This is an optimization exercise on Yosys and OpenROAD, whose aim is small area, not a production implementation.
At most, simulation tests tie the RTL to the original design; equivalence was not proved.
Power figures rest on the tool's default switching activity, not on a simulated workload.

==> flow/design.v <==
module treadle_law (
    input  wire               clk,
    input  wire               rst,       
    input  wire               sample,    
    input  wire               first,     
    input  wire               bias,      
    input  wire signed [31:0] r,
    input  wire signed [31:0] y,
    input  wire signed [23:0] kp,
    input  wire signed [23:0] ki,
    input  wire signed [23:0] kd,
    input  wire signed [23:0] kf,
    input  wire        [4:0]  shift,
    input  wire        [15:0] u0,
    input  wire        [15:0] umin,
    input  wire        [15:0] umax,
    output reg         [15:0] u,
    output reg                upd,       
    output reg                sat,
    output reg                hold
);
    localparam HW = 51;           
    reg        [47:0] integ;      
    reg        [31:0] y_q;        
    reg        [31:0] yp_q;       
    reg        [31:0] r_q;
    reg        [31:0] x_q;        
    reg        [71:0] chain;      
    reg        [23:0] ki_q;       
    reg      [HW-1:0] h;          
    reg               ovf;        
    reg               ovf_s;      
    reg        [15:0] u0_q;       
    reg        [15:0] umin_q, umax_q;
    reg        [4:0]  skip;       
    reg               dly;        
    reg               iz;         
    reg               sh0;        
    reg        [3:0]  ncol;       
    reg               bias_q;
    reg               started;
    reg               busy;
    reg        [6:0]  cnt;
    reg        [1:0]  ph;         
    reg               cy;         
    reg               unz;        
    wire first_eff = first | ~started;
    wire [71:0] chain_ld;
    genvar gj;
    generate
        for (gj = 0; gj < 12; gj = gj + 1) begin : g_ld
            assign chain_ld[2*((3*gj+14)%36) +: 2] = kp[2*gj +: 2];
            assign chain_ld[2*((3*gj+15)%36) +: 2] = kd[2*gj +: 2];
            assign chain_ld[2*((3*gj+16)%36) +: 2] = kf[2*gj +: 2];
        end
    endgenerate
    reg horner;                   
    reg v_last;                   
    reg in_s;                     
    reg s_first;                  
    reg in_fl;                    
    reg preload;                  
    reg satchk;                   
    wire shr = (in_s & ph == 2'd0 & ~s_first) | in_fl;
    wire sel_dy = in_s && ph == 2'd0;     
    wire sel_r  = in_s && ph == 2'd1;     
    wire [31:0] pa = sel_dy ? yp_q : r_q;
    wire [31:0] pb = sel_r ? 32'd0 : y_q;
    wire [32:0] pd;
    tl_cia #(.N(33), .B1(11), .B2(22)) u_sub (
        .a({pa[31], pa}), .b(~{pb[31], pb}), .ci(1'b1), .s(pd), .co());
    wire        p_ovh = ~sel_r & ~pd[32] & pd[31];
    wire        p_ovl = ~sel_r & pd[32] & (~pd[31] | ~|pd[30:0]);
    wire [31:0] px = p_ovh ? 32'h7FFFFFFF :
                     p_ovl ? 32'h80000001 : pd[31:0];
    wire          v_min = (&h[HW-1:47]) & ~|h[46:0];    
    wire          h_ovf = ~(&h[HW-1:47]) & (|h[HW-1:47]);
    wire          satv  = ovf | h_ovf;
    wire          sgn   = ovf ? ovf_s : h[HW-1];
    wire [HW-1:0] satc  = sgn ? {{(HW-47){1'b1}}, 46'd0, 1'b1}
                              : {{(HW-47){1'b0}}, {47{1'b1}}};
    wire [HW-1:0] ld    = preload ? ({{(HW-24){integ[47]}}, integ[47:24]} & {HW{~iz}}) : satc;
    wire          load  = preload | (satchk & satv);
    wire          vmin_ci = satchk & v_min & ~ovf;
    wire b2 = horner ? ki_q[23] : chain[1];
    wire b1 = horner ? ki_q[22] : chain[0];
    wire b0 = horner ? (ki_q[21] & ~v_last) : (chain[67] & ~s_first);
    wire dyc = in_s & (ph == 2'd1);       
    wire bz = in_fl | ~(horner | in_s) | (horner & cnt[6] & hold & iz) | (dyc & iz);
    wire b_one = ~bz & (b1 ^ b0);
    wire b_two = ~bz & ((b2 & ~b1 & ~b0) | (~b2 & b1 & b0));
    wire b_neg = ~bz & (b2 ^ dyc);
    wire [33:0] xs  = {{2{x_q[31]}}, x_q};
    wire [33:0] mag = b_one ? xs : (b_two ? {xs[32:0], 1'b0} : 34'd0);
    wire [33:0] tt  = mag ^ {34{b_neg}};
    wire [HW-1:0] opa = horner ? {h[HW-3:0], integ[23:22] & {2{~iz}}} :
                        load   ? ld :
                        shr    ? {{2{h[HW-1]}}, h[HW-1:2]} : h;
    wire [33:0] sum_lo;
    wire        c34;
    tl_cia #(.N(34), .B1(12), .B2(23)) u_add (
        .a(opa[33:0]), .b(tt), .ci(b_neg | vmin_ci), .s(sum_lo), .co(c34));
    localparam UW = HW - 34;
    wire          up_inc = c34 & ~tt[33];
    wire          up_dec = ~c34 & tt[33];
    wire [UW-1:0] up_one, up_zero;
    assign up_one[0]  = 1'b1;
    assign up_zero[0] = 1'b1;
    genvar gk;
    generate
        for (gk = 1; gk < UW; gk = gk + 1) begin : g_up
            assign up_one[gk]  = up_one[gk-1] & opa[33+gk];
            assign up_zero[gk] = up_zero[gk-1] & ~opa[33+gk];
        end
    endgenerate
    wire [UW-1:0] sum_hi = opa[HW-1:34] ^
                           (({UW{up_inc}} & up_one) | ({UW{up_dec}} & up_zero));
    wire [HW-1:0] sum = {sum_hi, sum_lo};
    wire [1:0]  sp   = sh0 ? {h[0], dly} : h[1:0];
    wire        col  = (skip == 5'd0) & (ncol != 4'd8);
    wire        upp  = (ncol == 4'd8);
    wire [2:0]  ssum = {1'b0, sp} + (col ? {1'b0, u0_q[1:0]} : 3'd0) + {2'b0, cy};
    wire [15:0] w    = col ? {ssum[1:0], u0_q[15:2]} : u0_q;
    wire        unzf = unz | (upp & (ssum[1] | ssum[0]));
    wire        cyf  = ssum[2];
    wire        h_z  = ~|h[10:2] & ~(sh0 & h[1]);
    wire        h_m1 = &h[10:2] & (~sh0 | h[1]);
    wire        top_zero = (h_z & ~cyf) | (h_m1 & cyf);
    wire        top_neg  = h[10] & ~(h_m1 & cyf);
    wire        vbig     = ~top_neg & (~top_zero | unzf);
    wire        w_gt_max, w_lt_min;
    tl_gt #(.N(16)) u_gt (.a(w), .b(umax_q), .gt(w_gt_max));
    tl_gt #(.N(16)) u_lt (.a(umin_q), .b(w), .gt(w_lt_min));
    wire        v_hi     = vbig | (~top_neg & w_gt_max);
    wire        v_lo     = top_neg | (~vbig & w_lt_min);
    wire        cutoff   = bias_q & ($signed(y_q) > 32'sd35000);
    wire        e_pos    = ~x_q[31] & |x_q;
    wire        e_neg    = x_q[31];
    always @(posedge clk) begin
        x_q   <= px;
        ki_q  <= {ki_q[21:0], ki_q[23:22]};
        chain <= {chain[1:0], chain[71:2]};
        ph    <= (ph == 2'd2) ? 2'd0 : ph + 2'd1;
        horner  <= busy & ((cnt >= 7'd1 && cnt <= 7'd12) | (cnt >= 7'd73 && cnt <= 7'd84));
        v_last  <= busy & ((cnt == 7'd12) | (cnt == 7'd84));
        in_s    <= busy & (cnt >= 7'd14 && cnt <= 7'd49);
        s_first <= busy & (cnt >= 7'd14 && cnt <= 7'd16);
        in_fl   <= busy & (cnt >= 7'd50 && cnt <= 7'd61);
        preload <= busy & (cnt == 7'd72);
        satchk  <= busy & ((cnt == 7'd13) | (cnt == 7'd85));
        cnt   <= cnt + 7'd1;
        upd   <= 1'b0;
        h <= sum;
        if (preload)
            ovf <= 1'b0;
        else if ((horner | satchk) & h_ovf & ~ovf) begin
            ovf   <= 1'b1;
            ovf_s <= h[HW-1];
        end
        if (rst) begin
            busy    <= 1'b0;
            horner  <= 1'b0;
            in_s    <= 1'b0;
            in_fl   <= 1'b0;
            preload <= 1'b0;
            satchk  <= 1'b0;
            started <= 1'b0;
            u       <= 16'd0;
            sat     <= 1'b0;
            hold    <= 1'b0;
        end else if (sample && !busy) begin
            busy    <= 1'b1;
            started <= 1'b1;
            cnt     <= 7'd1;
            preload <= 1'b1;
            ph      <= 2'd1;
            ncol    <= 4'd0;
            cy      <= 1'b0;
            unz     <= 1'b0;
            r_q     <= r;
            y_q     <= y;
            yp_q    <= y_q;
            iz      <= first_eff;
            ki_q    <= {ki[1:0], ki[23:2]};
            chain   <= chain_ld;
            u0_q    <= u0;
            dly     <= 1'b0;
            umin_q  <= umin;
            umax_q  <= umax;
            skip    <= {1'b0, shift[4:1]} + {4'd0, shift[0]};
            sh0     <= shift[0];
            bias_q  <= bias;
        end else if (busy) begin
            if (horner)
                integ[23:0] <= {integ[21:0], integ[23:22]};
            if (cnt == 7'd87 && (!hold || iz))
                integ <= h[47:0];
            if (shr) begin
                dly <= h[1];
                if (skip != 5'd0)
                    skip <= skip - 5'd1;
                else
                    cy <= ssum[2];
                if (col) begin
                    u0_q <= w;
                    ncol <= ncol + 4'd1;
                end
                unz <= unzf;
            end
            if (cnt == 7'd63) begin
                upd <= 1'b1;
                if (cutoff) begin
                    u    <= 16'd0;
                    sat  <= 1'b1;
                    hold <= e_pos;
                end else if (v_hi) begin
                    u    <= umax_q;
                    sat  <= 1'b1;
                    hold <= e_pos;
                end else if (v_lo) begin
                    u    <= umin_q;
                    sat  <= 1'b1;
                    hold <= e_neg;
                end else begin
                    u    <= w;
                    sat  <= 1'b0;
                    hold <= 1'b0;
                end
            end
            if (cnt == 7'd87)
                busy <= 1'b0;
        end
    end
endmodule
module tl_cia #(parameter N = 34, parameter B1 = 12, parameter B2 = 23) (
    input  wire [N-1:0] a,
    input  wire [N-1:0] b,
    input  wire         ci,
    output wire [N-1:0] s,
    output wire         co
);
    wire [N:0]   c;
    wire [N-1:0] s0;
    wire [N-1:0] pre;     
    genvar i;
    generate
        for (i = 0; i < N; i = i + 1) begin : g
            wire cin = (i == 0) ? ci : ((i == B1 || i == B2) ? 1'b0 : c[i]);
            assign s0[i]  = a[i] ^ b[i] ^ cin;
            assign c[i+1] = (a[i] & b[i]) | (a[i] & cin) | (b[i] & cin);
            if (i == B1 || i == B2 || i == 0)
                assign pre[i] = 1'b1;
            else
                assign pre[i] = pre[i-1] & s0[i-1];
        end
    endgenerate
    wire cb1 = c[B1];
    wire p1  = pre[B2-1] & s0[B2-1];
    wire cb2 = c[B2] | (p1 & cb1);
    wire p2  = pre[N-1] & s0[N-1];
    assign co = c[N] | (p2 & cb2);
    generate
        for (i = 0; i < N; i = i + 1) begin : g2
            if (i < B1)
                assign s[i] = s0[i];
            else if (i < B2)
                assign s[i] = s0[i] ^ (cb1 & pre[i]);
            else
                assign s[i] = s0[i] ^ (cb2 & pre[i]);
        end
    endgenerate
endmodule
module tl_gt #(parameter N = 16) (
    input  wire [N-1:0] a,
    input  wire [N-1:0] b,
    output wire         gt
);
    wire [N:0] g;
    assign g[0] = 1'b0;
    genvar i;
    generate
        for (i = 0; i < N; i = i + 1) begin : g_c
            wire nb = ~b[i];
            assign g[i+1] = (a[i] & nb) | (a[i] & g[i]) | (nb & g[i]);
        end
    endgenerate
    assign gt = g[N];
endmodule
export LEC_CHECK = 0
export CAP_MARGIN = 20
export CORE_MARGIN = 2
export CORE_UTILIZATION = 80
export CTS_BUF_LIST = sky130_fd_sc_hd__clkbuf_16
export CTS_CLUSTER_DIAMETER = 80
export CTS_CLUSTER_SIZE = 24
export PLACE_DENSITY = 0.9
export SLEW_MARGIN = 20
create_clock -name core_clock -period 10.0 [get_ports {clk}]
standard.sh (not shown) runs the stock make flow with config.mk's settings and CLKGATE_MAP_FILE= SYNTH_SCRIPT=/design/flow/synth_recipe.tcl, a recipe that flattens the netlist after the stock synthesis.
==> flow/flow/run.sh <==
#!/bin/bash
# Standard layout, with buf_1 cells as the port buffers.
set -euo pipefail
bash standard.sh 'BUFFER_PORTS_ARGS=-buffer_cell sky130_fd_sc_hd__buf_1' finish > standard_make.log 2>&1
Change:
--- a/flow/design.v
+++ b/flow/design.v
@@ -61,7 +61,7 @@
     reg in_fl;                    
     reg preload;                  
     reg satchk;                   
-    wire shr = (in_s & ph == 2'd0 & ~s_first) | in_fl;
+    wire lsb = (in_s & ph == 2'd2) | in_fl;
     wire sel_dy = in_s && ph == 2'd0;     
     wire sel_r  = in_s && ph == 2'd1;     
     wire [31:0] pa = sel_dy ? yp_q : r_q;
@@ -73,15 +73,6 @@
     wire        p_ovl = ~sel_r & pd[32] & (~pd[31] | ~|pd[30:0]);
     wire [31:0] px = p_ovh ? 32'h7FFFFFFF :
                      p_ovl ? 32'h80000001 : pd[31:0];
-    wire          v_min = (&h[HW-1:47]) & ~|h[46:0];    
-    wire          h_ovf = ~(&h[HW-1:47]) & (|h[HW-1:47]);
-    wire          satv  = ovf | h_ovf;
-    wire          sgn   = ovf ? ovf_s : h[HW-1];
-    wire [HW-1:0] satc  = sgn ? {{(HW-47){1'b1}}, 46'd0, 1'b1}
-                              : {{(HW-47){1'b0}}, {47{1'b1}}};
-    wire [HW-1:0] ld    = preload ? ({{(HW-24){integ[47]}}, integ[47:24]} & {HW{~iz}}) : satc;
-    wire          load  = preload | (satchk & satv);
-    wire          vmin_ci = satchk & v_min & ~ovf;
     wire b2 = horner ? ki_q[23] : chain[1];
     wire b1 = horner ? ki_q[22] : chain[0];
     wire b0 = horner ? (ki_q[21] & ~v_last) : (chain[67] & ~s_first);
@@ -93,13 +84,11 @@
     wire [33:0] xs  = {{2{x_q[31]}}, x_q};
     wire [33:0] mag = b_one ? xs : (b_two ? {xs[32:0], 1'b0} : 34'd0);
     wire [33:0] tt  = mag ^ {34{b_neg}};
-    wire [HW-1:0] opa = horner ? {h[HW-3:0], integ[23:22] & {2{~iz}}} :
-                        load   ? ld :
-                        shr    ? {{2{h[HW-1]}}, h[HW-1:2]} : h;
+    wire [HW-1:0] opa = horner ? {h[HW-3:0], integ[23:22] & {2{~iz}}} : h;
     wire [33:0] sum_lo;
     wire        c34;
     tl_cia #(.N(34), .B1(12), .B2(23)) u_add (
-        .a(opa[33:0]), .b(tt), .ci(b_neg | vmin_ci), .s(sum_lo), .co(c34));
+        .a(opa[33:0]), .b(tt), .ci(b_neg), .s(sum_lo), .co(c34));
     localparam UW = HW - 34;
     wire          up_inc = c34 & ~tt[33];
     wire          up_dec = ~c34 & tt[33];
@@ -116,18 +105,24 @@
     wire [UW-1:0] sum_hi = opa[HW-1:34] ^
                            (({UW{up_inc}} & up_one) | ({UW{up_dec}} & up_zero));
     wire [HW-1:0] sum = {sum_hi, sum_lo};
-    wire [1:0]  sp   = sh0 ? {h[0], dly} : h[1:0];
+    wire          v_min = (&h[HW-1:47]) & ~|h[46:0];    
+    wire          h_ovf = ~(&h[HW-1:47]) & (|h[HW-1:47]);
+    wire          satv  = ovf | h_ovf | v_min;
+    wire          sgn   = ovf ? ovf_s : h[HW-1];
+    wire [HW-1:0] satc  = sgn ? {{(HW-47){1'b1}}, 46'd0, 1'b1}
+                              : {{(HW-47){1'b0}}, {47{1'b1}}};
+    wire [HW-1:0] ld    = preload ? ({{(HW-24){integ[47]}}, integ[47:24]} & {HW{~iz}}) : satc;
+    wire          load  = preload | (satchk & satv);
+    wire [1:0]  sp   = sh0 ? {sum[0], dly} : sum[1:0];
     wire        col  = (skip == 5'd0) & (ncol != 4'd8);
     wire        upp  = (ncol == 4'd8);
     wire [2:0]  ssum = {1'b0, sp} + (col ? {1'b0, u0_q[1:0]} : 3'd0) + {2'b0, cy};
-    wire [15:0] w    = col ? {ssum[1:0], u0_q[15:2]} : u0_q;
-    wire        unzf = unz | (upp & (ssum[1] | ssum[0]));
-    wire        cyf  = ssum[2];
-    wire        h_z  = ~|h[10:2] & ~(sh0 & h[1]);
-    wire        h_m1 = &h[10:2] & (~sh0 | h[1]);
-    wire        top_zero = (h_z & ~cyf) | (h_m1 & cyf);
-    wire        top_neg  = h[10] & ~(h_m1 & cyf);
-    wire        vbig     = ~top_neg & (~top_zero | unzf);
+    wire        h_z  = ~|h[8:0] & ~(sh0 & dly);
+    wire        h_m1 = &h[8:0] & (~sh0 | dly);
+    wire        top_zero = (h_z & ~cy) | (h_m1 & cy);
+    wire        top_neg  = h[8] & ~(h_m1 & cy);
+    wire [15:0] w        = u0_q;
+    wire        vbig     = ~top_neg & (~top_zero | unz);
     wire        w_gt_max, w_lt_min;
     tl_gt #(.N(16)) u_gt (.a(w), .b(umax_q), .gt(w_gt_max));
     tl_gt #(.N(16)) u_lt (.a(umin_q), .b(w), .gt(w_lt_min));
@@ -150,7 +145,12 @@
         satchk  <= busy & ((cnt == 7'd13) | (cnt == 7'd85));
         cnt   <= cnt + 7'd1;
         upd   <= 1'b0;
-        h <= sum;
+        if (load)
+            h <= ld;
+        else if (lsb)
+            h <= {{2{sum[HW-1]}}, sum[HW-1:2]};
+        else
+            h <= sum;
         if (preload)
             ovf <= 1'b0;
         else if ((horner | satchk) & h_ovf & ~ovf) begin
@@ -195,17 +195,18 @@
                 integ[23:0] <= {integ[21:0], integ[23:22]};
             if (cnt == 7'd87 && (!hold || iz))
                 integ <= h[47:0];
-            if (shr) begin
-                dly <= h[1];
+            if (lsb) begin
+                dly <= sum[1];
                 if (skip != 5'd0)
                     skip <= skip - 5'd1;
                 else
                     cy <= ssum[2];
                 if (col) begin
-                    u0_q <= w;
+                    u0_q <= {ssum[1:0], u0_q[15:2]};
                     ncol <= ncol + 4'd1;
                 end
-                unz <= unzf;
+                if (upp)
+                    unz <= unz | ssum[1] | ssum[0];
             end
             if (cnt == 7'd63) begin
                 upd <= 1'b1;
=> Via count climbs by a few percent; maximum frequency came out higher slightly; cell count came out higher by a few percent; design area falls by a few percent; routed wire length is lower by a few percent; setup slack gains 0.069 ns; sequential share of layout area went up by 1.0 points; die area shrinks slightly; sequential power barely changes; power goes up by a few percent.
Only the layout flow was run in the first run of this note; the RTL was not checked for function there.

-- what the ideal ports hide --
How much do the figures lean on ideal ports? The routed layouts below were timed once more, with nothing changed but the port constraints. Step 1 sets driving cells, clkbuf_16 on the clock port and buf_2 on the other inputs (assumed; they add their load-dependent delay and slew). Step 2 moves the port delays by t, midway between the first and last clock arrival at a register: inputs arrive t later, outputs are due t later. That takes back most of the time a late clock gives input paths. Three values: ideal, step 1, step 2; two values: the first two.
run | t (ns) | setup slack, ns | cell pins on the clock port's net
the first run | 0.605 | 0.255 / 0.255 / 0.255 | 1
the second run | 0.585 | 0.324 / 0.324 / 0.324 | 1
After both steps setup and hold are still met in every run listed.
